What follows belongs to an exercise in optimizing a design on an open flow for small area, a short achievable clock period and few clock cycles per item; a production flow would make more cautious choices.
At most, simulation tests tie the RTL to the original design; equivalence was not proved.
No functional check of the RTL was part of runs 1 and 3 to 5.

**flow/design.v**
```verilog
module cmp_coder (
    input  wire        clk,
    input  wire        rst,         
    input  wire [1:0]  cfg_fmt,     
    input  wire [1:0]  cfg_type,    
    input  wire        cfg_pred,    
    input  wire [2:0]  cfg_e,       
    input  wire        in_valid,
    output wire        in_ready,
    input  wire [15:0] in_pix,
    input  wire        in_last,
    output reg         out_valid,
    input  wire        out_ready,
    output reg  [31:0] out_data,
    output reg         out_last,
    output wire [15:0] res_len,     
    output wire [15:0] res_npix,    
    output wire [31:0] res_crc      
);
    localparam [31:0] CRC_POLY = 32'h82F6_3B78;    
    reg        rst_r;        
    reg        run;          
    reg        rdy;          
    reg        pend;         
    reg        first_exp;    
    assign in_ready = rdy;
    wire accept = in_valid & rdy;
    reg [1:0] fmt_r;
    reg [1:0] type_r;
    reg       pred_r;
    reg [2:0] e_r;
    wire        is_raw = (type_r == 2'd1);
    wire        is_bnd = (type_r == 2'd3);
    wire [15:0] maxv   = (fmt_r == 2'd0) ? 16'h03FF : (fmt_r == 2'd1) ? 16'h0FFF : 16'hFFFF;
    wire [15:0] half   = (fmt_r == 2'd0) ? 16'h0200 : (fmt_r == 2'd1) ? 16'h0800 : 16'h8000;
    wire [2:0]  ee     = is_bnd ? e_r : 3'd0;           
    wire [3:0]  w      = {ee, 1'b1};                    
    reg        s0_v, s0_last, s0_first, s0_i1;
    reg [15:0] s0_pix;
    reg [1:0]  cnt;           
    always @(posedge clk) begin
        rst_r <= rst;
        if (rst_r) begin
            s0_v      <= 1'b0;
            first_exp <= 1'b1;
        end else if (run) begin
            s0_v     <= accept;
            s0_pix   <= in_pix;
            s0_last  <= in_last;
            s0_first <= first_exp;
            s0_i1    <= !first_exp && (cnt == 2'd1);
            if (accept) begin
                first_exp <= in_last;
                cnt       <= first_exp ? 2'd1 : (cnt == 2'd2) ? 2'd2 : cnt + 2'd1;
            end
        end
        if (rdy && first_exp) begin
            fmt_r  <= cfg_fmt;
            type_r <= cfg_type;
            pred_r <= cfg_pred;
            e_r    <= cfg_e;
        end
    end
    reg [15:0] x1, x2;        
    wire [15:0] x  = s0_pix & maxv;
    wire        i1 = s0_i1;
    wire [15:0] xp = s0_first ? half : (pred_r && !i1) ? x2 : x1;
    wire [1:0]  asel = s0_first ? 2'd0 : (pred_r && !i1) ? 2'd2 : 2'd1;
    wire [16:0] dd    = {1'b0, x} - {1'b0, xp};
    wire        sgn_c = (fmt_r == 2'd0) ? dd[9] : (fmt_r == 2'd1) ? dd[11] : dd[15];
    wire        sgn   = is_bnd ? dd[16] : sgn_c;
    wire [15:0] dabs  = (dd[15:0] ^ {16{sgn}}) + {15'd0, sgn};
    wire [15:0] mag   = is_bnd ? dabs : (dabs & maxv);
    function [5:0] dstep;
        input [3:0] r;
        input [1:0] bits;
        input [2:0] e;
        reg [5:0] t, w1, w2, w3;
        begin
            t  = {r, bits};
            w1 = {2'b00, e, 1'b1};
            w2 = {1'b0, e, 2'b10};
            w3 = {1'b0, e, 2'b10} + {2'b00, e, 1'b1};
            if (t >= w3)      dstep = {2'd3, t[3:0] - w3[3:0]};
            else if (t >= w2) dstep = {2'd2, t[3:0] - w2[3:0]};
            else if (t >= w1) dstep = {2'd1, t[3:0] - w1[3:0]};
            else              dstep = {2'd0, t[3:0]};
        end
    endfunction
    reg [3:0]  r1;
    reg [5:0]  q1;
    integer i;
    always @(*) begin
        r1 = 4'd0;
        for (i = 2; i >= 0; i = i - 1)
            {q1[2*i+1 -: 2], r1} = dstep(r1, mag[2*i+11 -: 2], ee);
    end
    reg        s1_v, s1_last, s1_first, s1_sgn;
    reg [1:0]  s1_asel;
    reg [3:0]  s1_r;
    reg [15:0] s1_q;          
    always @(posedge clk) begin
        if (rst_r) begin
            s1_v <= 1'b0;
        end else if (run) begin
            s1_v     <= s0_v;
            s1_last  <= s0_last;
            s1_first <= s0_first;
            s1_sgn   <= sgn;
            s1_asel  <= asel;
            s1_r     <= r1;
            s1_q     <= {q1, mag[9:0]};
            if (s0_v) begin
                x2  <= x1;
                x1  <= x;
            end
        end
    end
    reg [3:0]  r2;
    reg [9:0]  q2;
    always @(*) begin
        r2 = s1_r;
        for (i = 4; i >= 0; i = i - 1)
            {q2[2*i+1 -: 2], r2} = dstep(r2, s1_q[2*i+1 -: 2], ee);
    end
    reg        s2_v, s2_last, s2_first, s2_sgn;
    reg [1:0]  s2_asel;
    reg [3:0]  s2_r;
    reg [15:0] s2_q;
    always @(posedge clk) begin
        if (rst_r) begin
            s2_v <= 1'b0;
        end else if (run) begin
            s2_v     <= s1_v;
            s2_last  <= s1_last;
            s2_first <= s1_first;
            s2_sgn   <= s1_sgn;
            s2_asel  <= s1_asel;
            s2_r     <= r2;
            s2_q     <= {s1_q[15:10], q2};
        end
    end
    reg signed [3:0] adj1, adj2;    
    reg [1:0]  ctx;                 
    reg [21:0] a_r [0:3];
    reg [5:0]  n_r [0:3];
    reg [13:0] npix;
    wire [15:0] x3 = s1_v ? x2 : x1;
    wire signed [3:0] adjp = (s2_asel == 2'd0) ? 4'sd0 : (s2_asel == 2'd1) ? adj1 : adj2;
    wire signed [5:0] tt   = $signed({2'b00, s2_r}) + (s2_sgn ? -{{2{adjp[3]}}, adjp} : {{2{adjp[3]}}, adjp});
    wire        corr = (tt > $signed({3'b000, ee}));
    wire signed [5:0] sp   = corr ? tt - $signed({2'b00, w}) : tt;    
    wire signed [5:0] s    = s2_sgn ? -sp : sp;                       
    wire [15:0] hu  = x3 - {{10{s[5]}}, s};
    wire [15:0] top = ~x3 & maxv;                                     
    wire        lo  = !s[5] && (x3[15:3] == 13'd0) && (x3[2:0] < s[2:0]);
    wire        hi  = s[5] && (top[15:3] == 13'd0) && ({1'b0, top[2:0]} < -s[3:0]);
    wire [15:0] h   = lo ? 16'd0 : hi ? maxv : hu;
    wire signed [3:0] adjn = lo ? $signed(x3[3:0]) : hi ? $signed(x3[3:0] - maxv[3:0]) : s[3:0];
    wire [15:0] qp1 = s2_q + 16'd1;
    wire [15:0] qm1 = s2_q - 16'd1;
    wire        qz  = (s2_q == 16'd0);
    reg  [15:0] m;
    always @(*) begin
        if (!corr)
            m = (s2_sgn && !qz) ? {qm1[14:0], 1'b1} : {s2_q[14:0], 1'b0};
        else
            m = s2_sgn ? {s2_q[14:0], 1'b1} : {qp1[14:0], 1'b0};
    end
    wire [21:0] a_c = a_r[ctx];
    wire [5:0]  n_c = n_r[ctx];
    reg  [16:0] kok;
    integer kk;
    always @(*) begin
        for (kk = 0; kk <= 16; kk = kk + 1)
            kok[kk] = ((a_c >> (kk + 6)) == 22'd0) &&
                      ((((a_c >> kk) & 22'h3F) < {16'd0, n_c}) ||
                       ((((a_c >> kk) & 22'h3F) == {16'd0, n_c}) &&
                        ((a_c & ~(22'h3FFFFF << kk)) == 22'd0)));
    end
    reg  [4:0]  k;
    always @(*) begin
        k = 5'd16;
        for (kk = 16; kk >= 0; kk = kk - 1)
            if (kok[kk]) k = kk[4:0];
    end
    wire [4:0] b3 = (fmt_r == 2'd0) ? 5'd10 : (fmt_r == 2'd1) ? 5'd12 : 5'd16;
    function [31:0] zsh;
        input [31:0] c;
        input integer n;
        integer j;
        reg [31:0] cc;
        begin
            cc = c;
            for (j = 0; j < n; j = j + 1)
                cc = cc[0] ? ((cc >> 1) ^ CRC_POLY) : (cc >> 1);
            zsh = cc;
        end
    endfunction
    reg  [31:0] crc;          
    reg  [2:0]  cbits;        
    wire [31:0] crc_in = s2_first ? 32'd0 : crc;
    wire [2:0]  cb_in  = s2_first ? 3'd0 : cbits;
    wire [2:0]  cb_new = cb_in + b3[2:0];
    wire [31:0] u10 = zsh(crc_in ^ {16'd0, h}, 10);
    wire [31:0] u12 = zsh(u10, 2);
    wire [31:0] u14 = zsh(u12, 2);
    wire [31:0] u16 = zsh(u14, 2);
    wire [31:0] o32 = 32'hFFFF_FFFF;
    wire [4:0]  nsh = s2_last ? (b3 + {2'b00, 3'd0 - cb_new}) : b3;
    reg  [31:0] crc_new;
    always @(*) begin
        case (nsh)
            5'd10:   crc_new = u10 ^ zsh(o32, 10) ^ o32;
            5'd12:   crc_new = u12 ^ zsh(o32, 12) ^ o32;
            5'd14:   crc_new = u14 ^ zsh(o32, 14) ^ o32;
            default: crc_new = u16 ^ zsh(o32, 16) ^ o32;
        endcase
    end
    assign res_crc = crc;
    reg        s3_v, s3_last, s3_first, s3_raw;
    reg [1:0]  s3_fmt;
    reg [15:0] s3_m;          
    reg [4:0]  s3_k;
    integer j3;
    always @(posedge clk) begin
        if (rst_r) begin
            s3_v <= 1'b0;
            ctx  <= 2'd0;
            adj1 <= 4'sd0;
            adj2 <= 4'sd0;
            for (j3 = 0; j3 < 4; j3 = j3 + 1) begin
                a_r[j3] <= 22'd4;
                n_r[j3] <= 6'd1;
            end
        end else if (run) begin
            s3_v     <= s2_v;
            s3_last  <= s2_last;
            s3_first <= s2_first;
            s3_raw   <= is_raw;
            s3_fmt   <= fmt_r;
            s3_m     <= is_raw ? h : m;
            s3_k     <= k;
            if (s2_v) begin
                crc   <= crc_new;
                cbits <= cb_new;
                npix  <= s2_first ? 14'd1 : npix + 14'd1;
                adj2  <= adj1;
                adj1  <= is_bnd ? adjn : 4'sd0;
                ctx   <= (m == 16'd0) ? 2'd0 : (m <= 16'd2) ? 2'd1 : (m <= 16'd14) ? 2'd2 : 2'd3;
                if (!is_raw) begin
                    if (n_c == 6'd63) begin
                        a_r[ctx] <= (a_c + {6'd0, m}) >> 1;
                        n_r[ctx] <= 6'd32;
                    end else begin
                        a_r[ctx] <= a_c + {6'd0, m};
                        n_r[ctx] <= n_c + 6'd1;
                    end
                end
                if (s2_last) begin
                    ctx <= 2'd0;
                    for (j3 = 0; j3 < 4; j3 = j3 + 1) begin
                        a_r[j3] <= 22'd4;
                        n_r[j3] <= 6'd1;
                    end
                end
            end
        end
    end
    assign res_npix = {2'b00, npix};
    wire [4:0] b4 = (s3_fmt == 2'd0) ? 5'd10 : (s3_fmt == 2'd1) ? 5'd12 : 5'd16;
    wire [15:0] mask4 = (s3_fmt == 2'd0) ? 16'h03FF : (s3_fmt == 2'd1) ? 16'h0FFF : 16'hFFFF;
    wire [15:0] qv    = s3_m >> s3_k;
    wire        esc   = (qv >= 16'd24);
    reg  [16:0] ww;
    reg  [4:0]  uu;
    reg  [5:0]  clen;
    always @(*) begin
        if (s3_raw) begin
            ww   = {1'b0, ~s3_m & mask4};
            uu   = 5'd0;
            clen = {1'b0, b4};
        end else if (esc) begin
            ww   = {1'b0, ~s3_m & mask4};
            uu   = 5'd24;
            clen = 6'd24 + {1'b0, b4};
        end else begin
            ww   = {(~s3_m & ~(16'hFFFF << s3_k)), 1'b1};
            uu   = qv[4:0];
            clen = {1'b0, qv[4:0]} + 6'd1 + {1'b0, s3_k};
        end
    end
    reg [71:0] acc;           
    reg [6:0]  nbits;
    reg [15:0] nbytes;        
    reg        flushing;      
    wire        ins  = run && s3_v;
    wire [6:0]  sh   = nbits + {2'b00, uu};
    wire [87:0] clr  = {71'd0, (ins ? ww : 17'd0)} << sh;
    wire [87:0] accI = {16'hFFFF, acc} & ~clr;
    wire [6:0]  nbI  = nbits + (ins ? {1'b0, clen} : 7'd0);
    wire want      = flushing ? (nbits != 7'd0) : (nbits >= 7'd32);
    wire take      = want && (!out_valid || out_ready);
    wire take_last = flushing && (nbits <= 7'd32);
    wire [6:0]  nb_t  = take_last ? 7'd0 : nbI - 7'd32;
    wire [6:0]  nb_n  = take ? nb_t : nbI;
    wire        ov_n  = want || (out_valid && !out_ready);
    wire [6:0]  lsum  = {4'd0, nbits[2:0]} + {1'b0, clen} + (s3_last ? 7'd7 : 7'd0);
    assign res_len = nbytes;
    wire pend_n  = (run && s2_v && s2_last) ? 1'b1 :
                   (out_valid && out_ready && out_last) ? 1'b0 : pend;
    wire s0v_n   = run ? accept : s0_v;
    wire s1v_n   = run ? s0_v : s1_v;
    wire s2v_n   = run ? s1_v : s2_v;
    wire s2f_n   = run ? s1_first : s2_first;
    wire fexp_n  = accept ? in_last : first_exp;
    wire ok_t    = (nb_t <= 7'd32) || (nb_t <= 7'd48 && !ov_n);
    wire ok_k    = (nbI <= 7'd32) || (nbI <= 7'd48 && !ov_n);
    wire pack_ok = take ? ok_t : ok_k;
    wire hold3   = s2v_n && s2f_n && pend_n;
    wire run_n   = pack_ok && !hold3;
    wire rdy_n   = run_n && !(fexp_n && (s0v_n || s1v_n));
    always @(posedge clk) begin
        if (rst) begin
            run       <= 1'b0;
            rdy       <= 1'b0;
            out_valid <= 1'b0;
        end else if (rst_r) begin
            run       <= 1'b1;
            rdy       <= 1'b1;
            out_valid <= 1'b0;
        end else begin
            run       <= run_n;
            rdy       <= rdy_n;
            out_valid <= ov_n;
        end
        if (rst_r) begin
            acc      <= {72{1'b1}};
            nbits    <= 7'd0;
            flushing <= 1'b0;
            pend     <= 1'b0;
        end else begin
            acc      <= take ? {16'hFFFF, accI[87:32]} : accI[71:0];
            nbits    <= nb_n;
            pend     <= pend_n;
            if (ins && s3_last) flushing <= 1'b1;
            if (take && take_last) flushing <= 1'b0;
        end
        if (take) begin
            out_data <= take_last ? (acc[31:0] & ~(32'hFFFF_FFFF << nbits[5:0])) : acc[31:0];
            out_last <= take_last;
        end
        if (ins) begin
            nbytes <= (s3_first ? 16'd0 : nbytes) + {12'd0, lsum[6:3]};
        end
    end
endmodule
```
**flow/flow/run.sh**
```bash
#!/bin/bash
set -uo pipefail
export SETUP_SLACK_MARGIN=43
bash standard.sh > standard.log 2>&1
```
**flow/standard.sh**
```bash
#!/bin/bash
# synth_recipe.tcl (not shown) runs the flow's synth.tcl, then flattens the netlist and writes it again
# the make line also repeats each setting of config.mk as NAME=value (left out here)
make -C /OpenROAD-flow-scripts/flow DESIGN_CONFIG=/design/flow/config.mk WORK_HOME=/design/flow/orfs CLKGATE_MAP_FILE= SYNTH_SCRIPT=/design/flow/synth_recipe.tcl "${@:-finish}"
```
**flow/config.mk**
```make
export PLATFORM = sky130hd
export DESIGN_NAME = cmp_coder
export DESIGN_NICKNAME = cmp_coder
export VERILOG_FILES = /design/flow/design.v
export SDC_FILE = /design/flow/constraint.sdc
export NUM_CORES = 4
export LEC_CHECK = 0
export CAP_MARGIN = 20
export CORE_MARGIN = 2
export CORE_UTILIZATION = 55
export CTS_CLUSTER_DIAMETER = 60
export CTS_CLUSTER_SIZE = 30
export SLEW_MARGIN = 20
```
**flow/constraint.sdc**
```tcl
create_clock -name core_clock -period 55.0 [get_ports {clk}]
set_input_delay 11.0000 -clock core_clock [delete_from_list [all_inputs] [get_ports {clk}]]
set_output_delay 11.0000 -clock core_clock [all_outputs]
set_load 0.01 [all_outputs]
```
==> run_results.csv, run 1 <==
group,metric,value,unit
run_status,status,"timing/DRC/antenna clean",
place,gp_congestion,0.924,
worst_hold_path,hp-class,"register to register",
timing,max_freq,0.0818,GHz
floorplanning,die_width,259,microns
timing,fin_crit,12.23,ns
cells_and_area,fillers,5499,
clock_network,clock_path_buffers,3,
critical_path,crit_path_end_kind,"primary output",
cells_and_area,layout.nets,4295,
critical_path,cp.required,44.00,ns
clock_network,cts.sinks,449,
detailed_routing,via_count,30100,
timing,worst_pin_slew,1.10,ns
detailed_routing,drt-initial-drc-count,2852,
synth,synthArstFlopShare,0,%
place,port_buffers,125,
critical_path,crit_arrival,1.23,ns
detailed_routing,vias_per_cell,6.20,
synth,synth_edf_count,347,
critical_path,path_class,"register to primary output",
timing,rsz0062_at_grt,"true",
timing,hold_viol,0,
clock_network,hold_buffers,0,
synth,synth-seq-cells,449,
floorplanning,coreArea,64200,sq um
floorplanning,dieArea,66900,sq um
global_route,grt_max_degree,58,
place,dp_hpwl,71.9,mm
cells_and_area,syn_to_final_growth,11.7,%
clock_network,cts_root_buf,"clkbuf_16",
clock_network,clk_latency,0.61,ns
clock_network,htreeDepth,2,
synth,yosysWarnings,1,
critical_path,crit_chain,"buf_6",
job,cap_violations,0,
synth,netlist_area,35700,sq um
critical_path,cp_slowest_cell,"edfxtp_1",
clock_network,cts_tree,"done",
timing,setup_viol,0,
synth,synth.yosys.seq_area_share,34.9,%
critical_path,cpLargestDelayFamily,"flip-flops",
synth,syn_inst,3826,
clock_network,numCtsBuffers,44,
synth,synth.distinct_cells,108,
detailed_routing,wl_per_cell,20.9,microns
critical_path,slowest_delay,0.46,ns
timing,finalSetupTns,0,ns
detailed_routing,routed_wl,102,mm
timing,drv_slew,0,
synth,synthFlopType,"edfxtp_1",
global_route,grt_overflow,0,
critical_path,cp_num_buf_inv,1,
cells_and_area,drive_gt1_share,12.7,%
global_route,grt_pass1_vias,29800,
floorplanning,pin_count,128,
cells_and_area,final_cell_mix,"nand2_1, edfxtp_1, nor2_1",
cells_and_area,final_common_cell,"nand2_1",
floorplanning,rows,93,
timing,fin_worst_skew,0.0353,ns
clock_network,clkSlewWorstSetupHoldPaths,0.07,ns
global_route,grt_first_pass_wirelength,160,mm
floorplanning,fp.dieH,259,microns
critical_path,critical_path.startpoint_type,"register",
global_route,antenna_found_initial,1,
detailed_routing,drc,0,
floorplanning,start_util,55.5,%
timing,post-route-period-util,22.2,%
critical_path,worstPathMaxFanout,2,
detailed_routing,antenna_left,0,
global_route,grt_use_total,29.7,%
timing,max_slew_margin,26.6,%
synth,syn_avg_cell_area,9.32,sq um
detailed_routing,first_pass_iters,8,
layout make-up:
class	count	area (sq um)	share of cell area (%)
multi-input cells	3038	22200	55.8
flip-flops and latches	449	12500	31.3
repair buffers	250	1780	4.46
clock buffers	48	1140	2.85
well taps	855	1070	2.68
inverters	183	728	1.83
clock inverters	34	408	1.02
repair inverters	2	32.5	0.0816
diodes	1	2.50	0.00628
sequential cells by signal (all words and copies together) (netlist names), 3 cells and up, named ones only:
name      cells
adj1          4
e_r           3
s3_m         16
s1_q         16
x2           16
s1_r          4
s2_r          4
n_r          24
out_data     32
crc          32
acc          72
nbytes       16
adj2          4
s0_pix       16
s3_k          5
nbits         7
a_r          88
s2_q         16
npix         14
x1           16
cbits         3
metrics by stage:
step                      util [%]  setup slack, ns  area, sq um  hold WS (ns)  std cells
after floorplan                  -            42.86        35900         0.400       3827
after global placement        58.8            41.07        37800         0.404       4687
after detailed placement      58.8            40.96        37800         0.405       4687
after CTS                     61.4            42.73        39400         0.411       4825
after global routing          62.1            42.70        39900         0.413       4860
final                         62.1            42.77        39900         0.413       4860
routing by layer:
layer  part of all wire (%)  up-vias  track usage, %  wire [microns]
li1                       -    14200               -               -
met1                     43    14600            39.4           43700
met2                     48     1059            50.4           48800
met3                    6.3      200            4.55            6450
met4                    2.6        0            8.67            2680
met5                      0        -               0               0
Yosys cell counts, drive strengths merged, types with 25 or more instances:
library cell | number | area (sq um)
o21ai | 211 | 1060
mux4 | 39 | 878
ha | 271 | 3390
nand3 | 68 | 340
o22ai | 31 | 194
xor2 | 113 | 1110
nand4 | 39 | 244
or3 | 35 | 219
inv | 180 | 676
nor2b | 70 | 438
clkbuf | 139 | 522
nand2b | 59 | 369
mux2i | 82 | 837
o21bai | 27 | 206
xnor2 | 272 | 2510
o21a | 41 | 308
a22oi | 29 | 218
o221ai | 25 | 219
fa | 27 | 541
nor2 | 349 | 1320
nor3 | 77 | 407
nand2 | 357 | 1340
edfxtp | 347 | 10400
a31oi | 33 | 206
o211ai | 59 | 443
a21oi | 271 | 1360
dfxtp | 102 | 2040
and2 | 42 | 263
a21o | 79 | 593
mux2 | 31 | 349
worst paths after layout:
check	endpoint	cells past startpoint	start	slack (ns)
setup / recovery	res_crc[19]	1	crc[19]	42.77
setup reg to reg	s1_r[1]	47	pred_r	43.55
hold / removal	s2_q[14]	0	s1_q[14]	0.41
hold reg to reg	s2_q[14]	0	s1_q[14]	0.41
kinds of logic (layout without fill, tap and decap cells):
logic type	after synthesis	in the layout	share of synthesized area, %
AO/OA/AOI/OAI	981	981	17.9
AND/OR/NAND/NOR	1211	1214	16.2
other	1	3	0.0105
flip-flops	449	449	34.9
XOR/XNOR	390	390	10.5
adder cells (fa/ha/maj)	299	299	11.1
multiplexers	152	152	5.79
buffers and inverters	343	517	3.68
repair_timing:
item / CTS / global route
gates resized for setup: 420 / 39
cloned: 5 / 0
pin swaps: 3 / 5
setup buffers: 51 / 33
setup endpoints to repair: 224 / 110
==> run 2: changes to the inputs <==
--- a/flow/design.v
+++ b/flow/design.v
@@ -76,15 +76,19 @@
         input [1:0] bits;
         input [2:0] e;
         reg [5:0] t, w1, w2, w3;
+        reg [6:0] d1, d2, d3;
         begin
             t  = {r, bits};
             w1 = {2'b00, e, 1'b1};
             w2 = {1'b0, e, 2'b10};
             w3 = {1'b0, e, 2'b10} + {2'b00, e, 1'b1};
-            if (t >= w3)      dstep = {2'd3, t[3:0] - w3[3:0]};
-            else if (t >= w2) dstep = {2'd2, t[3:0] - w2[3:0]};
-            else if (t >= w1) dstep = {2'd1, t[3:0] - w1[3:0]};
-            else              dstep = {2'd0, t[3:0]};
+            d1 = {1'b0, t} - {1'b0, w1};     
+            d2 = {1'b0, t} - {1'b0, w2};     
+            d3 = {1'b0, t} - {1'b0, w3};
+            if (!d3[6])      dstep = {2'd3, d3[3:0]};
+            else if (!d2[6]) dstep = {2'd2, d2[3:0]};
+            else if (!d1[6]) dstep = {2'd1, d1[3:0]};
+            else             dstep = {2'd0, t[3:0]};
         end
     endfunction
     reg [3:0]  r1;
@@ -157,26 +161,49 @@
     wire        hi  = s[5] && (top[15:3] == 13'd0) && ({1'b0, top[2:0]} < -s[3:0]);
     wire [15:0] h   = lo ? 16'd0 : hi ? maxv : hu;
     wire signed [3:0] adjn = lo ? $signed(x3[3:0]) : hi ? $signed(x3[3:0] - maxv[3:0]) : s[3:0];
-    wire [15:0] qp1 = s2_q + 16'd1;
-    wire [15:0] qm1 = s2_q - 16'd1;
-    wire        qz  = (s2_q == 16'd0);
-    reg  [15:0] m;
-    always @(*) begin
-        if (!corr)
-            m = (s2_sgn && !qz) ? {qm1[14:0], 1'b1} : {s2_q[14:0], 1'b0};
-        else
-            m = s2_sgn ? {s2_q[14:0], 1'b1} : {qp1[14:0], 1'b0};
+    reg  [16:0] all1, all0;         
+    integer ib;
+    always @(*) begin
+        all1[0] = 1'b1;
+        all0[0] = 1'b1;
+        for (ib = 1; ib <= 16; ib = ib + 1) begin
+            all1[ib] = all1[ib-1] & s2_q[ib-1];
+            all0[ib] = all0[ib-1] & ~s2_q[ib-1];
+        end
     end
+    wire        qz   = all0[16];
+    wire        incq = corr & ~s2_sgn;
+    wire        decq = ~corr & s2_sgn & ~qz;
+    wire [14:0] mhi  = s2_q[14:0] ^ (({15{incq}} & all1[14:0]) | ({15{decq}} & all0[14:0]));
+    wire [15:0] m    = {mhi, corr ? s2_sgn : (s2_sgn & ~qz)};
     wire [21:0] a_c = a_r[ctx];
     wire [5:0]  n_c = n_r[ctx];
+    function lt6;
+        input [5:0] a;
+        input [5:0] b;
+        integer i;
+        reg r, e;
+        begin
+            r = 1'b0;
+            e = 1'b1;
+            for (i = 5; i >= 0; i = i - 1) begin
+                r = r | (e & ~a[i] & b[i]);
+                e = e & ~(a[i] ^ b[i]);
+            end
+            lt6 = r;
+        end
+    endfunction
     reg  [16:0] kok;
+    reg  [22:0] hz;                 
+    reg  [22:0] lz;                 
     integer kk;
     always @(*) begin
+        hz[22] = 1'b1;
+        for (kk = 21; kk >= 0; kk = kk - 1) hz[kk] = hz[kk+1] & ~a_c[kk];
+        lz[0] = 1'b1;
+        for (kk = 1; kk <= 22; kk = kk + 1) lz[kk] = lz[kk-1] & ~a_c[kk-1];
         for (kk = 0; kk <= 16; kk = kk + 1)
-            kok[kk] = ((a_c >> (kk + 6)) == 22'd0) &&
-                      ((((a_c >> kk) & 22'h3F) < {16'd0, n_c}) ||
-                       ((((a_c >> kk) & 22'h3F) == {16'd0, n_c}) &&
-                        ((a_c & ~(22'h3FFFFF << kk)) == 22'd0)));
+            kok[kk] = hz[kk+6] && (lt6(a_c[kk +: 6], n_c) || ((a_c[kk +: 6] == n_c) && lz[kk]));
     end
     reg  [4:0]  k;
     always @(*) begin
@@ -247,9 +274,11 @@
                 npix  <= s2_first ? 14'd1 : npix + 14'd1;
                 adj2  <= adj1;
                 adj1  <= is_bnd ? adjn : 4'sd0;
-                ctx   <= (m == 16'd0) ? 2'd0 : (m <= 16'd2) ? 2'd1 : (m <= 16'd14) ? 2'd2 : 2'd3;
+                ctx   <= (m == 16'd0) ? 2'd0 :
+                         (m[15:2] == 14'd0 && !(m[1] && m[0])) ? 2'd1 :
+                         (m[15:4] == 12'd0 && !(&m[3:0])) ? 2'd2 : 2'd3;
                 if (!is_raw) begin
-                    if (n_c == 6'd63) begin
+                    if (&n_c) begin
                         a_r[ctx] <= (a_c + {6'd0, m}) >> 1;
                         n_r[ctx] <= 6'd32;
                     end else begin
@@ -271,7 +300,7 @@
     wire [4:0] b4 = (s3_fmt == 2'd0) ? 5'd10 : (s3_fmt == 2'd1) ? 5'd12 : 5'd16;
     wire [15:0] mask4 = (s3_fmt == 2'd0) ? 16'h03FF : (s3_fmt == 2'd1) ? 16'h0FFF : 16'hFFFF;
     wire [15:0] qv    = s3_m >> s3_k;
-    wire        esc   = (qv >= 16'd24);
+    wire        esc   = (|qv[15:5]) | (qv[4] & qv[3]);
     reg  [16:0] ww;
     reg  [4:0]  uu;
     reg  [5:0]  clen;
--- a/flow/config.mk
+++ b/flow/config.mk
@@ -8,6 +8,6 @@
 export CAP_MARGIN = 20
 export CORE_MARGIN = 2
 export CORE_UTILIZATION = 55
-export CTS_CLUSTER_DIAMETER = 60
-export CTS_CLUSTER_SIZE = 30
+export CTS_CLUSTER_DIAMETER = 80
+export CTS_CLUSTER_SIZE = 34
 export SLEW_MARGIN = 20
==> run_results.csv, run 2 <==
group,metric,value,unit
global_route,grt_first_pass_wirelength,160,mm
critical_path,reg2reg_slack,43.51,ns
detailed_routing,drc,0,
global_route,grt_max_degree,76,
floorplanning,dieArea,65200,sq um
timing,worst_pin_slew,1.09,ns
floorplanning,die_width,255,microns
worst_hold_path,hp-class,"register to register",
timing,post-route-period-util,22.4,%
synth,synthFlopType,"edfxtp_1",
timing,hold_viol,0,
critical_path,worstPathMaxFanout,2,
timing,drv_slew,0,
worst_hold_path,worstHoldStart,"s1_asel[1]",
cells_and_area,layout.nets,4106,
synth,synth_edf_count,347,
place,dp_hpwl,74.7,mm
global_route,grt_overflow,0,
clock_network,clock_path_buffers,3,
synth,syn_inst,3774,
place,port_buffers,125,
synth,synth_top_area_share,30.0,%
cells_and_area,reg_top3,"a_r (88), acc (72)",
global_route,grt_pass1_vias,28600,
run_status,status,"timing/DRC/antenna clean",
floorplanning,coreArea,62700,sq um
timing,fin_worst_skew,0.0575,ns
cells_and_area,seq_area,12500,sq um
critical_path,worst_r2r_path_depth,30,
detailed_routing,first_pass_iters,6,
timing,max_freq,0.0812,GHz
cells_and_area,largest_register_ffs,88,
clock_network,clkSlewWorstSetupHoldPaths,0.12,ns
detailed_routing,routed_wl,102,mm
critical_path,cpLargestDelayFamily,"flip-flops",
detailed_routing,antenna_left,0,
cells_and_area,fillers,5398,
synth,syn_avg_cell_area,9.21,sq um
timing,rsz0062_at_grt,"true",
critical_path,cp.required,44.00,ns
critical_path,path_class,"register to primary output",
timing,fin_crit,12.32,ns
synth,yosysTopAreaCell,"edfxtp_1",
floorplanning,rows,92,
cells_and_area,diodes,0,
clock_network,numCtsBuffers,30,
critical_path,cp_num_buf_inv,1,
clock_network,cts_root_buf,"clkbuf_16",
synth,synthArstFlopShare,0,%
critical_path,crit_arrival,1.32,ns
clock_network,htreeDepth,1,
synth,ys_top_cells_by_area,"edfxtp_1, xnor2_1, ha_1",
cells_and_area,top_register,"a_r",
critical_path,r2r_start,"s2_asel[1]",
critical_path,slowest_delay,0.47,ns
timing,finalSetupTns,0,ns
cells_and_area,syn_to_final_growth,10.2,%
critical_path,critical_path.startpoint_type,"register",
detailed_routing,vias_per_cell,6.20,
place,gp_congestion,0.930,
clock_network,cts_tree,"done",
synth,synth-seq-cells,449,
critical_path,crit_chain,"buf_2",
clock_network,cts.sinks,449,
detailed_routing,wl_per_cell,21.6,microns
clock_network,hold_buffers,0,
critical_path,cp_slowest_cell,"edfxtp_1",
critical_path,r2r-end,"crc[17]",
synth,netlist_area,34800,sq um
floorplanning,pin_count,128,
detailed_routing,via_count,29400,
floorplanning,start_util,55.4,%
cells_and_area,drive_gt1_share,11.9,%
worst_hold_path,hold_depth,0,
detailed_routing,drt-initial-drc-count,2781,
synth,yosysWarnings,1,
worst_hold_path,hold_end,"s2_asel[1]",
global_route,grt_use_total,30.5,%
timing,max_slew_margin,26.8,%
cells_and_area,multiInputGateArea,21200,sq um
cells_and_area,final_cell_mix,"nor2_1, edfxtp_1, nand2_1",
clock_network,clk_latency,0.67,ns
cells_and_area,final_common_cell,"nor2_1",
synth,synth.most_common_cell,"nor2_1",
critical_path,crit_path_end_kind,"primary output",
synth,synthTopCellsByCount,"nor2_1, edfxtp_1, nand2_1",
synth,synth.yosys.seq_area_share,35.9,%
synth,synth.distinct_cells,109,
floorplanning,fp.dieH,255,microns
global_route,antenna_found_initial,0,
timing,setup_viol,0,
job,cap_violations,0,
==> run 2: cell count changes after synthesis, moves of 17 or more <==
cell / delta
a211oi_1: +21
nor2_1: +21
nand4_1: -20
o21ai_1: +17
mux2i_1: +25
mux4_2: -19
ha_1: -96
inv_1: -22
xor2_1: -23
maj3_1: +55
nand3_1: +23
==> run 2: stage by stage <==
stage	area (sq um)	hold WS (ns)	setup WS (ns)	instances	utilization (%)
4_1_cts	38000	0.432	42.67	4731	60.6
5_1_grt	38300	0.449	42.66	4746	61.1
2_1_floorplan	34800	0.400	42.80	3775	-
6_report	38300	0.433	42.68	4746	61.1
3_5_place_dp	36800	0.411	41.20	4622	58.7
3_3_place_gp	36800	0.408	41.24	4622	58.7
==> run 2: worst max-delay path by stage <==
stage | depth (start not counted) | endpoint | startpoint | slack [ns]
finish | 1 | out_last | out_last | 42.68
global placement | 10 | rdy | out_ready | 41.24
floorplan | 9 | rdy | out_ready | 42.80
CTS | 1 | out_last | out_last | 42.67
detailed placement | 10 | rdy | out_ready | 41.20
global route | 1 | out_last | out_last | 42.66
==> run 2: worst reg2reg max path, delay by kind of cell, from the launching register on <==
kind / cells / cell delay [ns]
compound gates: 10 / 3.31
xor+xnor: 8 / 3.28
simple gates: 3 / 1.48
fa+ha+maj: 4 / 1.45
buf+inv: 3 / 0.59
mux: 2 / 0.58
flops: 1 / 0.54
==> run 2: routing by layer <==
metal / global-route usage [%] / wire length [microns] / vias up
met5: 0 / 0 / -
met4: 8.53 / 2870 / 0
met3: 3.16 / 5400 / 157
met2: 53.8 / 51100 / 972
met1: 39.7 / 43000 / 14400
li1: - / - / 13900
==> run 2: layout make-up <==
type,count,share of cell area (%)
inverters,167,1.68
clock inverters,26,0.954
clock buffers,30,1.96
well taps,846,2.76
multi-input cells,2982,55.2
flip-flops and latches,449,32.6
repair buffers,246,4.88
==> run 2: logic make-up (layout without fill, tap and decap cells) <==
kind of cell | after synthesis | in the layout | share of synthesized area [%]
AO/OA/AOI/OAI | 990 | 990 | 18.5
XOR/XNOR | 367 | 367 | 10.5
adder cells (fa/ha/maj) | 257 | 257 | 9.41
buffers and inverters | 344 | 469 | 3.88
flip-flops | 449 | 449 | 35.9
multiplexers | 166 | 166 | 5.69
other | 1 | 2 | 0.0108
AND/OR/NAND/NOR | 1200 | 1200 | 16.2
==> run 2: what timing repair did <==
| item | in CTS | in global routing |
|---|---|---|
| hold endpoints to repair | 0 | 0 |
| gates cloned | 5 | 0 |
| resized for setup | 411 | 34 |
| setup endpoints to repair | 192 | 113 |
| setup buffers | 48 | 15 |
| pin swaps | 4 | 5 |
Testbench counts of run 2, summed over its fixed seeds: cycles 139,476, pixels 137,713.
==> run 3: changes to the inputs <==
--- a/flow/design.v
+++ b/flow/design.v
@@ -324,13 +324,14 @@
     reg [15:0] nbytes;        
     reg        flushing;      
     wire        ins  = run && s3_v;
-    wire [6:0]  sh   = nbits + {2'b00, uu};
-    wire [87:0] clr  = {71'd0, (ins ? ww : 17'd0)} << sh;
-    wire [87:0] accI = {16'hFFFF, acc} & ~clr;
+    wire [5:0]  sh   = nbits[5:0] + {1'b0, uu};
+    wire [71:0] clr  = {55'd0, (ins ? ww : 17'd0)} << sh;
+    wire [71:0] accI = acc & ~clr;
     wire [6:0]  nbI  = nbits + (ins ? {1'b0, clen} : 7'd0);
-    wire want      = flushing ? (nbits != 7'd0) : (nbits >= 7'd32);
+    wire endblk    = flushing || (ins && s3_last);    
+    wire want      = endblk ? (nbI != 7'd0) : (nbI[6] | nbI[5]);
     wire take      = want && (!out_valid || out_ready);
-    wire take_last = flushing && (nbits <= 7'd32);
+    wire take_last = endblk && (nbI <= 7'd32);
     wire [6:0]  nb_t  = take_last ? 7'd0 : nbI - 7'd32;
     wire [6:0]  nb_n  = take ? nb_t : nbI;
     wire        ov_n  = want || (out_valid && !out_ready);
@@ -343,8 +344,8 @@
     wire s2v_n   = run ? s1_v : s2_v;
     wire s2f_n   = run ? s1_first : s2_first;
     wire fexp_n  = accept ? in_last : first_exp;
-    wire ok_t    = (nb_t <= 7'd32) || (nb_t <= 7'd48 && !ov_n);
-    wire ok_k    = (nbI <= 7'd32) || (nbI <= 7'd48 && !ov_n);
+    wire ok_t    = (nb_t <= 7'd32);
+    wire ok_k    = (nbI <= 7'd32);
     wire pack_ok = take ? ok_t : ok_k;
     wire hold3   = s2v_n && s2f_n && pend_n;
     wire run_n   = pack_ok && !hold3;
@@ -369,14 +370,14 @@
             flushing <= 1'b0;
             pend     <= 1'b0;
         end else begin
-            acc      <= take ? {16'hFFFF, accI[87:32]} : accI[71:0];
+            acc      <= take ? {32'hFFFF_FFFF, accI[71:32]} : accI;
             nbits    <= nb_n;
             pend     <= pend_n;
             if (ins && s3_last) flushing <= 1'b1;
             if (take && take_last) flushing <= 1'b0;
         end
         if (take) begin
-            out_data <= take_last ? (acc[31:0] & ~(32'hFFFF_FFFF << nbits[5:0])) : acc[31:0];
+            out_data <= take_last ? (accI[31:0] & ~(32'hFFFF_FFFF << nbI[5:0])) : accI[31:0];
             out_last <= take_last;
         end
         if (ins) begin
==> run_results.csv, run 3 <==
group,metric,value,unit
run_status,status,"timing/DRC/antenna clean",
cells_and_area,final_cell_mix,"nor2_1, edfxtp_1, nand2_1",
synth,syn_inst,3754,
critical_path,slowest_delay,0.46,ns
synth,yosysWarnings,1,
floorplanning,fp.dieH,256,microns
timing,fin_worst_skew,0.0476,ns
worst_hold_path,hp-class,"register to register",
place,gp_congestion,0.938,
global_route,grt_use_total,29.6,%
critical_path,cpLargestDelayFamily,"flip-flops",
clock_network,clkSlewWorstSetupHoldPaths,0.10,ns
global_route,antenna_found_initial,2,
critical_path,worstPathMaxFanout,2,
critical_path,cp_slowest_cell,"edfxtp_1",
synth,synthFlopType,"edfxtp_1",
detailed_routing,drc,0,
timing,worst_pin_slew,1.05,ns
synth,ys_top_cells_by_area,"edfxtp_1, ha_1, xnor2_1",
detailed_routing,via_count,29200,
synth,synth_top_area_share,29.9,%
timing,hold_slack,0.433,ns
cells_and_area,reg_top3,"a_r (88), acc (72)",
cells_and_area,layout.nets,4118,
cells_and_area,final_common_cell,"nor2_1",
timing,hold_viol,0,
timing,post-route-period-util,22.3,%
timing,rsz0062_at_grt,"true",
floorplanning,pin_count,128,
timing,fin_crit,12.26,ns
synth,syn_avg_cell_area,9.27,sq um
critical_path,crit_cells,1,
detailed_routing,antenna_left,0,
synth,synth-adder-area-share,9.30,%
clock_network,cts_root_buf,"clkbuf_16",
timing,drv_slew,0,
synth,synthTopCellsByCount,"nor2_1, edfxtp_1, nand2_1",
place,place_ws,41.08,ns
cells_and_area,diodes,0,
place,port_buffers,125,
global_route,grt_pass1_vias,28300,
floorplanning,coreArea,62900,sq um
synth,synth.yosys.seq_area_share,35.8,%
place,dp_hpwl,71.9,mm
cells_and_area,largest_register_ffs,88,
synth,yosysTopAreaCell,"edfxtp_1",
clock_network,clock_path_buffers,3,
detailed_routing,first_pass_iters,6,
global_route,grt_first_pass_wirelength,157,mm
timing,max_freq,0.0815,GHz
worst_hold_path,hold_depth,0,
synth,synthArstFlopShare,0,%
critical_path,crit_arrival,1.26,ns
detailed_routing,routed_wl,99.8,mm
timing,setup_slack,42.74,ns
synth,synth_top_family_by_area,"compound AO/OA/AOI/OAI gates",
global_route,grt_max_degree,79,
floorplanning,rows,92,
cells_and_area,drive_gt1_share,13.0,%
synth,netlist_area,34800,sq um
timing,max_slew_margin,29.6,%
global_route,grt_overflow,0,
detailed_routing,vias_per_cell,6.14,
critical_path,critical_path.startpoint_type,"register",
synth,synth-simple-area-share,16.1,%
cells_and_area,top_register,"a_r",
synth,muxShareOfSynthArea,6.14,%
timing,finalSetupTns,0,ns
critical_path,cp.required,44.00,ns
cells_and_area,final_core_util,61.5,%
timing,setup_viol,0,
detailed_routing,wl_per_cell,21.0,microns
clock_network,clk_latency,0.63,ns
critical_path,crit_chain,"buf_2",
critical_path,path_class,"register to primary output",
synth,synth.distinct_cells,117,
synth,synth_compound_area_share,17.8,%
detailed_routing,drt-initial-drc-count,2708,
floorplanning,dieArea,65300,sq um
critical_path,cp_num_buf_inv,1,
synth,synth.most_common_cell,"nor2_1",
job,cap_violations,0,
floorplanning,die_width,256,microns
floorplanning,start_util,55.4,%
clock_network,numCtsBuffers,28,
critical_path,worst_r2r_path_depth,45,
clock_network,cts_tree,"done",
critical_path,crit_path_end_kind,"primary output",
cells_and_area,syn_to_final_growth,11.1,%
synth,synth_xor_area_share,11.2,%
synth,synth-seq-cells,449,
synth,synth_edf_count,347,
clock_network,cts.sinks,449,
clock_network,htreeDepth,1,
-- run 3: cells by family (layout without fill, tap and decap cells) --
group,Yosys count,count (layout)
AND/OR/NAND/NOR,1207,1210
AO/OA/AOI/OAI,950,950
flip-flops,449,449
XOR/XNOR,382,382
buffers and inverters,333,479
adder cells (fa/ha/maj),252,252
multiplexers,180,180
other,1,2
-- run 3: layer usage --
| metal | routed length [microns] | global-route usage, % | vias to the layer above |
|---|---|---|---|
| met1 | 43300 | 40.3 | 14200 |
| met5 | 0 | 0 | - |
| li1 | - | - | 13900 |
| met2 | 48000 | 50.5 | 990 |
| met3 | 5760 | 2.65 | 152 |
| met4 | 2710 | 7.98 | 0 |
-- run 3: layout make-up --
| class | instances | area [sq um] |
|---|---|---|
| fillers | 5467 | 24200 |
| multi-input cells | 2976 | 21400 |
| flip-flops and latches | 449 | 12500 |
| repair buffers | 263 | 1900 |
| well taps | 846 | 1060 |
| clock buffers | 30 | 729 |
| inverters | 162 | 637 |
| clock inverters | 22 | 424 |
| repair inverters | 2 | 22.5 |
-- run 3: stage by stage --
stage | instance area, sq um | instances
after global routing | 38700 | 4750
final | 38700 | 4750
after global placement | 36800 | 4595
after CTS | 38100 | 4706
after floorplan | 34900 | 3755
after detailed placement | 36800 | 4595
-- run 3: final timing paths --
kind	start	to	slack [ns]
worst max register to register	type_r[0]	s2_r[3]	43.65
worst min register to register	s1_q[11]	s2_q[11]	0.43
worst max-delay path	crc[26]	res_crc[26]	42.74
worst min-delay path	s1_q[11]	s2_q[11]	0.43
-- run 3: worst reg2reg max path: cells and delay by family (launching register included) --
family | cells | cell delay [ns]
AOI/OAI and AO/OA | 18 | 4.52
xor gates and xnor gates | 3 | 0.65
adders and majority gates | 6 | 1.90
buffers and inverters | 5 | 0.88
DFF | 1 | 0.43
muxes | 3 | 0.94
and+or+nand+nor | 10 | 1.80
-- run 3: what timing repair did --
item                       CTS  global route
pin swaps                    3             5
gates cloned                 3             2
gates resized for setup    416            32
setup endpoints to repair  221           164
hold buffers                 0             0
buffers inserted            56            40
==> run 4: changes to the inputs <==
==> flow/flow/run.sh (replaced) <==
#!/bin/bash
set -uo pipefail
export SETUP_SLACK_MARGIN=42.6
bash standard.sh > standard.log 2>&1
==> run_results.csv, run 4 <==
group,metric,value,unit
run_status,status,"timing/DRC/antenna clean",
cells_and_area,layout.nets,4076,
detailed_routing,drt-initial-drc-count,2417,
cells_and_area,diodes,0,
synth,synthTopCellsByCount,"nor2_1, edfxtp_1, nand2_1",
floorplanning,coreArea,62900,sq um
timing,hold_viol,0,
detailed_routing,antenna_left,0,
global_route,antenna_found_initial,0,
critical_path,worst_r2r_path_depth,51,
synth,synth-seq-cells,449,
critical_path,path_class,"register to primary output",
clock_network,cts.sinks,449,
detailed_routing,wl_per_cell,20.9,microns
critical_path,slowest_delay,0.43,ns
detailed_routing,routed_wl,98.3,mm
floorplanning,fp.dieH,256,microns
timing,finalSetupTns,0,ns
synth,synth.yosys.seq_area_share,35.8,%
place,port_buffers,125,
place,place_ws,41.62,ns
timing,fin_crit,12.36,ns
clock_network,hold_buffers,0,
synth,yosysWarnings,1,
cells_and_area,final_cell_mix,"nor2_1, edfxtp_1, nand2_1",
place,dp_hpwl,72.2,mm
synth,synth.distinct_cells,117,
critical_path,crit_arrival,1.36,ns
floorplanning,die_width,256,microns
cells_and_area,final_common_cell,"nor2_1",
critical_path,cp_slowest_cell,"edfxtp_1",
critical_path,r2r_start,"pred_r",
detailed_routing,drc,0,
timing,hold_slack,0.427,ns
timing,max_slew_margin,26.1,%
timing,max_freq,0.0809,GHz
detailed_routing,vias_per_cell,6.14,
critical_path,crit_cells,1,
critical_path,critical_path.startpoint_type,"register",
detailed_routing,via_count,28900,
clock_network,numCtsBuffers,31,
critical_path,worstPathMaxFanout,2,
synth,synthFlopType,"edfxtp_1",
clock_network,clkSlewWorstSetupHoldPaths,0.08,ns
cells_and_area,top_register,"a_r",
timing,drv_slew,0,
critical_path,cp_num_buf_inv,1,
clock_network,cts_tree,"done",
timing,worst_pin_slew,1.10,ns
clock_network,htreeDepth,1,
cells_and_area,drive_gt1_share,9.11,%
global_route,grt_max_degree,77,
worst_hold_path,worstHoldStart,"s1_sgn",
synth,synth_top_area_share,29.9,%
synth,syn_avg_cell_area,9.27,sq um
global_route,grt_first_pass_wirelength,155,mm
timing,rsz0062_at_grt,"false",
job,cap_violations,0,
detailed_routing,first_pass_iters,6,
place,gp_congestion,0.957,
cells_and_area,largest_register_ffs,88,
floorplanning,dieArea,65300,sq um
global_route,grt_overflow,0,
floorplanning,rows,92,
critical_path,r2r-end,"s1_r[3]",
critical_path,cpLargestDelayFamily,"flip-flops",
synth,ys_top_cells_by_area,"edfxtp_1, ha_1, xnor2_1",
synth,syn_inst,3754,
worst_hold_path,hold_end,"s2_sgn",
floorplanning,start_util,55.4,%
timing,setup_viol,0,
timing,setup_slack,42.64,ns
clock_network,cts_root_buf,"clkbuf_16",
floorplanning,pin_count,128,
timing,fin_worst_skew,0.0480,ns
critical_path,reg2reg_slack,43.27,ns
synth,synth.most_common_cell,"nor2_1",
critical_path,cp.required,44.00,ns
clock_network,clock_path_buffers,3,
timing,post-route-period-util,22.5,%
synth,synthArstFlopShare,0,%
worst_hold_path,hold_depth,0,
critical_path,crit_path_end_kind,"primary output",
cells_and_area,reg_top3,"a_r (88), acc (72)",
cells_and_area,syn_to_final_growth,10.5,%
clock_network,clk_latency,0.65,ns
global_route,grt_pass1_vias,28100,
synth,netlist_area,34800,sq um
worst_hold_path,hp-class,"register to register",
synth,yosysTopAreaCell,"edfxtp_1",
global_route,grt_use_total,29.4,%
critical_path,crit_chain,"dlygate4sd2_1",
synth,synth_edf_count,347,
[run 4: cell counts after synthesis]
Identical to the previous run, type by type.
[run 4: worst max-delay path by stage]
stage,slack [ns],start,endpoint
6_report,42.64,crc[18],res_crc[18]
5_1_grt,42.58,pred_r,s1_r[3]
3_3_place_gp,41.70,out_ready,acc[12]
3_5_place_dp,41.62,out_ready,acc[19]
2_1_floorplan,42.63,out_ready,out_data[0]
4_1_cts,42.60,crc[1],res_crc[1]
[run 4: final cells by class]
type                            instances  area [sq um]
Inverter                              162           614
Multi-Input combinational cell       2973         21200
Fill cell                            5508         24400
Clock buffer                           34           787
Tap cell                              846          1060
Timing Repair Buffer                  223          1920
Clock inverter                         24           388
Sequential cell                       449         12500
[run 4: timing repair]
action / CTS / global route
gates cloned: 0 / 0
setup buffers: 35 / 15
endpoints found under the hold margin: 0 / 0
endpoints found under the setup margin: 200 / 54
resized for setup: 125 / 30
pin swaps: 0 / 3
[run 4: per-layer routing]
layer,vias to the layer above,global-route usage (%),part of all wire (%)
met5,-,0,0
met4,0,7.91,2.7
met3,166,3.44,5.8
met2,984,50.1,48
met1,14000,39.6,43
li1,13800,-,-
[run 4: logic make-up (layout without fill, tap and decap cells)]
logic type | after synthesis | in the layout | synth area share, %
fa+ha+maj | 252 | 252 | 9.30
xor+xnor | 382 | 382 | 11.2
buf+inv | 333 | 443 | 3.72
other cells | 1 | 2 | 0.0108
simple gates | 1207 | 1207 | 16.1
mux | 180 | 180 | 6.14
flops | 449 | 449 | 35.8
compound gates | 950 | 950 | 17.8
[run 4: metrics by stage]
step	area, sq um	std cells	util, %
after detailed placement	36800	4603	58.6
after global placement	36800	4602	58.6
after CTS	38200	4696	60.8
after global routing	38500	4711	61.2
after floorplan	34800	3755	-
final	38500	4711	61.2
==> run 5: changes to the inputs <==
==> flow/flow/run.sh (replaced) <==
#!/bin/bash
set -uo pipefail
export SETUP_SLACK_MARGIN=42.8
bash standard.sh > standard.log 2>&1
==> run_results.csv, run 5 <==
group,metric,value,unit
run_status,status,"timing/DRC/antenna clean",
critical_path,crit_arrival,1.27,ns
timing,hold_viol,0,
synth,synth_top_area_share,29.9,%
clock_network,cts.sinks,449,
floorplanning,coreArea,62900,sq um
global_route,grt_overflow,0,
floorplanning,die_width,256,microns
synth,ys_top_cells_by_area,"edfxtp_1, ha_1, xnor2_1",
critical_path,worstPathMaxFanout,2,
critical_path,path_class,"register to primary output",
detailed_routing,drt-initial-drc-count,2370,
critical_path,cpLargestDelayFamily,"flip-flops",
clock_network,cts_root_buf,"clkbuf_16",
clock_network,clock_path_buffers,3,
floorplanning,start_util,55.4,%
timing,post-route-period-util,22.3,%
timing,max_slew_margin,27.4,%
cells_and_area,final_cell_mix,"nor2_1, edfxtp_1, nand2_1",
detailed_routing,drc,0,
synth,synthTopCellsByCount,"nor2_1, edfxtp_1, nand2_1",
job,cap_violations,0,
critical_path,cp_slowest_cell,"edfxtp_1",
synth,synthArstFlopShare,0,%
global_route,grt_max_degree,74,
synth,yosysWarnings,1,
clock_network,htreeDepth,1,
timing,max_freq,0.0815,GHz
critical_path,cp.required,44.00,ns
place,port_buffers,125,
cells_and_area,diodes,0,
cells_and_area,drive_gt1_share,12.6,%
synth,synth-seq-cells,449,
synth,syn_inst,3754,
global_route,grt_pass1_vias,28600,
clock_network,clk_latency,0.65,ns
synth,syn_avg_cell_area,9.27,sq um
timing,hold_slack,0.427,ns
cells_and_area,layoutNonFillerInstCount,4737,
synth,synth_edf_count,347,
floorplanning,fp.dieH,256,microns
synth,synth.distinct_cells,117,
critical_path,crit_chain,"buf_2",
place,dp_cells,4599,
critical_path,slowest_delay,0.47,ns
floorplanning,dieArea,65300,sq um
synth,yosysTopAreaCell,"edfxtp_1",
worst_hold_path,hp-class,"register to register",
cells_and_area,final_core_util,61.2,%
detailed_routing,wl_per_cell,21.1,microns
critical_path,crit_path_end_kind,"primary output",
cells_and_area,syn_to_final_growth,10.4,%
timing,fin_crit,12.27,ns
detailed_routing,routed_wl,100,mm
critical_path,cp_num_buf_inv,1,
clock_network,clkSlewWorstSetupHoldPaths,0.08,ns
detailed_routing,antenna_left,0,
floorplanning,pin_count,128,
cells_and_area,largest_register_ffs,88,
clock_network,numCtsBuffers,30,
global_route,grt_use_total,29.8,%
clock_network,cts_tree,"done",
cells_and_area,top_register,"a_r",
timing,worst_pin_slew,1.08,ns
timing,fin_worst_skew,0.0425,ns
synth,synth.yosys.seq_area_share,35.8,%
place,dp_hpwl,72.8,mm
detailed_routing,first_pass_iters,6,
timing,finalSetupTns,0,ns
synth,synthFlopType,"edfxtp_1",
synth,netlist_area,34800,sq um
synth,synth.most_common_cell,"nor2_1",
cells_and_area,reg_top3,"a_r (88), acc (72)",
cells_and_area,final_common_cell,"nor2_1",
detailed_routing,vias_per_cell,6.15,
timing,drv_slew,0,
global_route,grt_first_pass_wirelength,158,mm
critical_path,critical_path.startpoint_type,"register",
detailed_routing,via_count,29100,
place,gp_congestion,0.970,
timing,setup_viol,0,
floorplanning,rows,92,
global_route,antenna_found_initial,0,
timing,rsz0062_at_grt,"true",
cells_and_area,layout.nets,4104,
-- run 5: cell counts after synthesis --
No cell type changed its count.
-- run 5: final cells by class --
type | count | area, sq um
Clock buffer | 31 | 754
Tap cell | 846 | 1060
Fill cell | 5482 | 24400
Timing Repair Buffer | 251 | 1830
Inverter | 162 | 616
Clock inverter | 24 | 363
Sequential cell | 449 | 12500
Multi-Input combinational cell | 2974 | 21300
-- run 5: timing repair --
item,CTS,global route
endpoints found under the setup margin,214,154
cloned,2,1
gates resized for setup,417,32
pin swaps,1,5
buffers inserted,48,32
hold buffers,0,0
-- run 5: worst paths after layout --
kind / start / endpoint / slack [ns] / cells after the start
min reg2reg: s1_asel[1] / s2_asel[1] / 0.43 / 0
min: s1_asel[1] / s2_asel[1] / 0.43 / 0
max: crc[3] / res_crc[3] / 42.73 / 1
max reg2reg: type_r[1] / s2_r[3] / 43.55 / 43
-- run 5: logic make-up (layout without fill, tap and decap cells) --
group,Yosys count,in the layout,synth area share [%]
compound gates,950,950,17.8
xor+xnor,382,382,11.2
fa+ha+maj,252,252,9.30
buf+inv,333,468,3.72
flops,449,449,35.8
mux,180,180,6.14
other cells,1,2,0.0108
simple gates,1207,1208,16.1
-- run 5: layer usage --
layer / vias to the layer above / part of all wire (%) / GRT usage, %
met2: 946 / 48 / 51.0
met3: 163 / 5.6 / 3.07
met1: 14200 / 43 / 40.5
met4: 0 / 2.6 / 7.52
met5: - / 0 / 0
li1: 13900 / - / -
-- run 5: per-stage QoR --
step / cell area, sq um / setup WS [ns]
after floorplan: 34800 / 42.79
final: 38400 / 42.73
after global routing: 38400 / 42.70
after CTS: 38000 / 42.69
after global placement: 36800 / 41.69
after detailed placement: 36800 / 41.66
==> run 6: changes to the inputs <==
--- a/flow/design.v
+++ b/flow/design.v
@@ -148,6 +148,7 @@
     reg [1:0]  ctx;                 
     reg [21:0] a_r [0:3];
     reg [5:0]  n_r [0:3];
+    reg [3:0]  cused;               
     reg [13:0] npix;
     wire [15:0] x3 = s1_v ? x2 : x1;
     wire signed [3:0] adjp = (s2_asel == 2'd0) ? 4'sd0 : (s2_asel == 2'd1) ? adj1 : adj2;
@@ -176,8 +177,8 @@
     wire        decq = ~corr & s2_sgn & ~qz;
     wire [14:0] mhi  = s2_q[14:0] ^ (({15{incq}} & all1[14:0]) | ({15{decq}} & all0[14:0]));
     wire [15:0] m    = {mhi, corr ? s2_sgn : (s2_sgn & ~qz)};
-    wire [21:0] a_c = a_r[ctx];
-    wire [5:0]  n_c = n_r[ctx];
+    wire [21:0] a_c = cused[ctx] ? a_r[ctx] : 22'd4;
+    wire [5:0]  n_c = cused[ctx] ? n_r[ctx] : 6'd1;
     function lt6;
         input [5:0] a;
         input [5:0] b;
@@ -253,13 +254,10 @@
     always @(posedge clk) begin
         if (rst_r) begin
             s3_v <= 1'b0;
-            ctx  <= 2'd0;
-            adj1 <= 4'sd0;
-            adj2 <= 4'sd0;
-            for (j3 = 0; j3 < 4; j3 = j3 + 1) begin
-                a_r[j3] <= 22'd4;
-                n_r[j3] <= 6'd1;
-            end
+            ctx   <= 2'd0;
+            adj1  <= 4'sd0;
+            adj2  <= 4'sd0;
+            cused <= 4'd0;
         end else if (run) begin
             s3_v     <= s2_v;
             s3_last  <= s2_last;
@@ -278,6 +276,7 @@
                          (m[15:2] == 14'd0 && !(m[1] && m[0])) ? 2'd1 :
                          (m[15:4] == 12'd0 && !(&m[3:0])) ? 2'd2 : 2'd3;
                 if (!is_raw) begin
+                    cused[ctx] <= 1'b1;
                     if (&n_c) begin
                         a_r[ctx] <= (a_c + {6'd0, m}) >> 1;
                         n_r[ctx] <= 6'd32;
@@ -287,11 +286,8 @@
                     end
                 end
                 if (s2_last) begin
-                    ctx <= 2'd0;
-                    for (j3 = 0; j3 < 4; j3 = j3 + 1) begin
-                        a_r[j3] <= 22'd4;
-                        n_r[j3] <= 6'd1;
-                    end
+                    ctx   <= 2'd0;
+                    cused <= 4'd0;
                 end
             end
         end
==> flow/flow/run.sh (replaced) <==
#!/bin/bash
set -uo pipefail
export SETUP_SLACK_MARGIN=43
export CTS_ARGS="-sink_clustering_enable -repair_clock_nets -sink_clustering_size 34 -sink_clustering_max_diameter 80 -dont_use_dummy_load"
bash standard.sh > standard.log 2>&1
--- a/flow/config.mk
+++ b/flow/config.mk
@@ -8,6 +8,4 @@
 export CAP_MARGIN = 20
 export CORE_MARGIN = 2
 export CORE_UTILIZATION = 55
-export CTS_CLUSTER_DIAMETER = 80
-export CTS_CLUSTER_SIZE = 34
 export SLEW_MARGIN = 20
==> run_results.csv, run 6 <==
group,metric,value,unit
run_status,status,"timing/DRC/antenna clean",
clock_network,hold_buffers,0,
clock_network,numCtsBuffers,31,
clock_network,clkSlewWorstSetupHoldPaths,0.11,ns
critical_path,startpoint,"npix[12]",
floorplanning,fp.dieH,253,microns
critical_path,worst_r2r_path_depth,51,
place,dp_hpwl,67.7,mm
place,place_ws,41.47,ns
cells_and_area,reg_top3,"a_r (88), acc (72)",
global_route,grt_use_total,28.7,%
critical_path,crit_cells,1,
synth,synth_top_area_share,30.6,%
synth,synth.yosys.seq_area_share,36.9,%
timing,fin_worst_skew,0.0607,ns
synth,syn_avg_cell_area,9.44,sq um
worst_hold_path,hp-class,"register to register",
floorplanning,pin_count,128,
place,dp_cells,4414,
global_route,antenna_found_initial,1,
synth,netlist_area,34000,sq um
floorplanning,die_width,253,microns
critical_path,cp_slowest_cell,"edfxtp_1",
global_route,grt_pass1_vias,26900,
timing,setup_slack,42.76,ns
timing,max_slew_margin,27.6,%
detailed_routing,drt-initial-drc-count,2368,
place,gp_congestion,0.923,
timing,finalSetupTns,0,ns
clock_network,clock_path_buffers,3,
job,cap_violations,0,
clock_network,cts_root_buf,"clkbuf_16",
critical_path,crit_chain,"buf_2",
cells_and_area,final_cell_mix,"nand2_1, edfxtp_1, nor2_1",
floorplanning,start_util,55.3,%
floorplanning,dieArea,63900,sq um
critical_path,r2r_start,"pred_r",
synth,synth.most_common_cell,"nand2_1",
detailed_routing,first_pass_iters,6,
cells_and_area,layout.nets,3963,
synth,synthArstFlopShare,0,%
synth,synthTopCellsByCount,"nand2_1, edfxtp_1, nor2_1",
clock_network,cts_tree,"done",
timing,drv_slew,0,
timing,fin_crit,12.24,ns
critical_path,crit_arrival,1.24,ns
cells_and_area,drive_gt1_share,12.3,%
synth,syn_inst,3605,
timing,max_freq,0.0817,GHz
floorplanning,rows,91,
critical_path,critical_path.startpoint_type,"register",
global_route,grt_max_degree,73,
place,port_buffers,125,
cells_and_area,final_area,37300,sq um
detailed_routing,vias_per_cell,6.18,
floorplanning,coreArea,61500,sq um
timing,rsz0062_at_grt,"true",
critical_path,worstPathMaxFanout,3,
critical_path,crit_path_end,"res_npix[12]",
synth,synth.distinct_cells,111,
synth,yosysWarnings,1,
cells_and_area,syn_to_final_growth,9.70,%
global_route,grt_first_pass_wirelength,147,mm
detailed_routing,drc,0,
cells_and_area,top_register,"a_r",
timing,hold_viol,0,
clock_network,htreeDepth,1,
synth,yosysTopAreaCell,"edfxtp_1",
synth,synth_edf_count,347,
timing,post-route-period-util,22.3,%
critical_path,r2r-end,"s1_r[3]",
timing,worst_pin_slew,1.06,ns
critical_path,slowest_delay,0.44,ns
clock_network,clk_latency,0.64,ns
critical_path,reg2reg_slack,43.43,ns
cells_and_area,layoutNonFillerInstCount,4518,
detailed_routing,via_count,27900,
detailed_routing,antenna_left,0,
critical_path,cp_num_buf_inv,1,
critical_path,crit_path_end_kind,"primary output",
synth,synth-seq-cells,453,
detailed_routing,wl_per_cell,20.6,microns
clock_network,cts.sinks,453,
cells_and_area,largest_register_ffs,88,
critical_path,path_class,"register to primary output",
timing,setup_viol,0,
cells_and_area,final_common_cell,"nand2_1",
global_route,grt_overflow,0,
critical_path,cpLargestDelayFamily,"flip-flops",
synth,synthFlopType,"edfxtp_1",
place,placed_area,36100,sq um
synth,ys_top_cells_by_area,"edfxtp_1, ha_1, dfxtp_1",
detailed_routing,routed_wl,93.3,mm
critical_path,cp.required,44.00,ns
[run 6: cell types whose count changed after synthesis, sizes merged, moves of 13 or more]
cell    before  now
mux4        22   36
nand2b      60   47
mux2i      113   78
nor2       418  292
nand3       63   50
and2        24   42
o21ai      253  196
nand2      343  375
a21oi      256  270
[run 6: logic make-up (layout without fill, tap and decap cells)]
family	Yosys count	in the layout	synth area share [%]
mux	162	162	6.28
fa+ha+maj	260	260	9.73
buf+inv	338	458	3.81
xor+xnor	361	361	10.4
compound gates	899	899	17.0
simple gates	1131	1132	15.9
flops	453	453	36.9
other cells	1	3	0.0110
[run 6: area by class of cell]
type / instances / area [sq um]
inverters: 173 / 666
multi-input cells: 2816 / 20400
well taps: 790 / 988
repair buffers: 253 / 1940
repair inverters: 1 / 8.76
clock buffers: 31 / 776
diodes: 1 / 2.50
fillers: 5298 / 24200
flip-flops and latches: 453 / 12500
[run 6: worst min-delay path by stage]
| stage | start | cells past startpoint | slack, ns | to |
|---|---|---|---|---|
| 5_1_grt | s1_last | 0 | 0.39 | s2_last |
| 3_3_place_gp | s1_sgn | 0 | 0.40 | s2_sgn |
| 4_1_cts | s1_last | 0 | 0.39 | s2_last |
| 6_report | s1_last | 0 | 0.39 | s2_last |
| 2_1_floorplan | s0_last | 0 | 0.40 | s1_last |
| 3_5_place_dp | s1_q[13] | 0 | 0.41 | s2_q[13] |
[run 6: stage by stage]
step	hold WS (ns)	util, %
3_5_place_dp	0.405	58.8
5_1_grt	0.391	60.7
6_report	0.391	60.7
3_3_place_gp	0.403	58.8
4_1_cts	0.387	60.2
2_1_floorplan	0.400	-
[run 6: layer usage]
metal,vias to the layer above,share of wire [%],global-route usage [%]
li1,13400,-,-
met1,13600,44,39.6
met3,160,5.0,2.37
met2,824,48,48.7
met4,0,2.6,7.46
met5,-,0,0
[run 6: repair_timing]
| action | CTS | global route |
|---|---|---|
| hold endpoints to repair | 0 | 0 |
| endpoints found under the setup margin | 209 | 159 |
| resized for setup | 420 | 27 |
| pin swaps | 3 | 4 |
| cloned | 6 | 1 |
| setup buffers | 42 | 22 |
Testbench counts of run 6, summed over its fixed seeds: cycles 138,779, pixels 137,713.

==> port drivers added, routing unchanged <==
In the flow no input, the clock included, has a driving cell. The finished layouts below were timed again as built, in two steps. Step 1 sets driving cells, clkbuf_16 on the clock port and buf_2 on the other inputs (assumed; they add their load-dependent delay and slew). Step 2 also shifts input and output timing later by t, the mid clock arrival at the registers, as if the neighbouring blocks saw the same clock. Three values: ideal, step 1, step 2; two values: the first two.
run | t (ns) | setup WS [ns] | hold slack, ns | slew at the worst register clock pin (ns)
run 1 | 0.660 | 42.772 / 42.706 / 42.454 | 0.413 / 0.413 / 0.413 | 0.10 / 0.10
run 2 | 0.706 | 42.678 / 42.611 / 42.377 | 0.433 / 0.433 / 0.433 | 0.12 / 0.12
run 3 | 0.672 | 42.735 / 42.670 / 42.645 | 0.433 / 0.433 / 0.433 | 0.12 / 0.12
run 4 | 0.694 | 42.642 / 42.577 / 42.045 | 0.427 / 0.427 / 0.427 | 0.12 / 0.12
run 5 | 0.701 | 42.727 / 42.658 / 42.196 | 0.427 / 0.427 / 0.427 | 0.11 / 0.11
run 6 | 0.676 | 42.758 / 42.691 / 42.653 | 0.391 / 0.391 / 0.391 | 0.11 / 0.11
After both steps setup and hold are still met in every run listed. The setup slack of run 4, which loses most, moves by -0.065 ns with the drivers and by -0.597 ns with both steps.
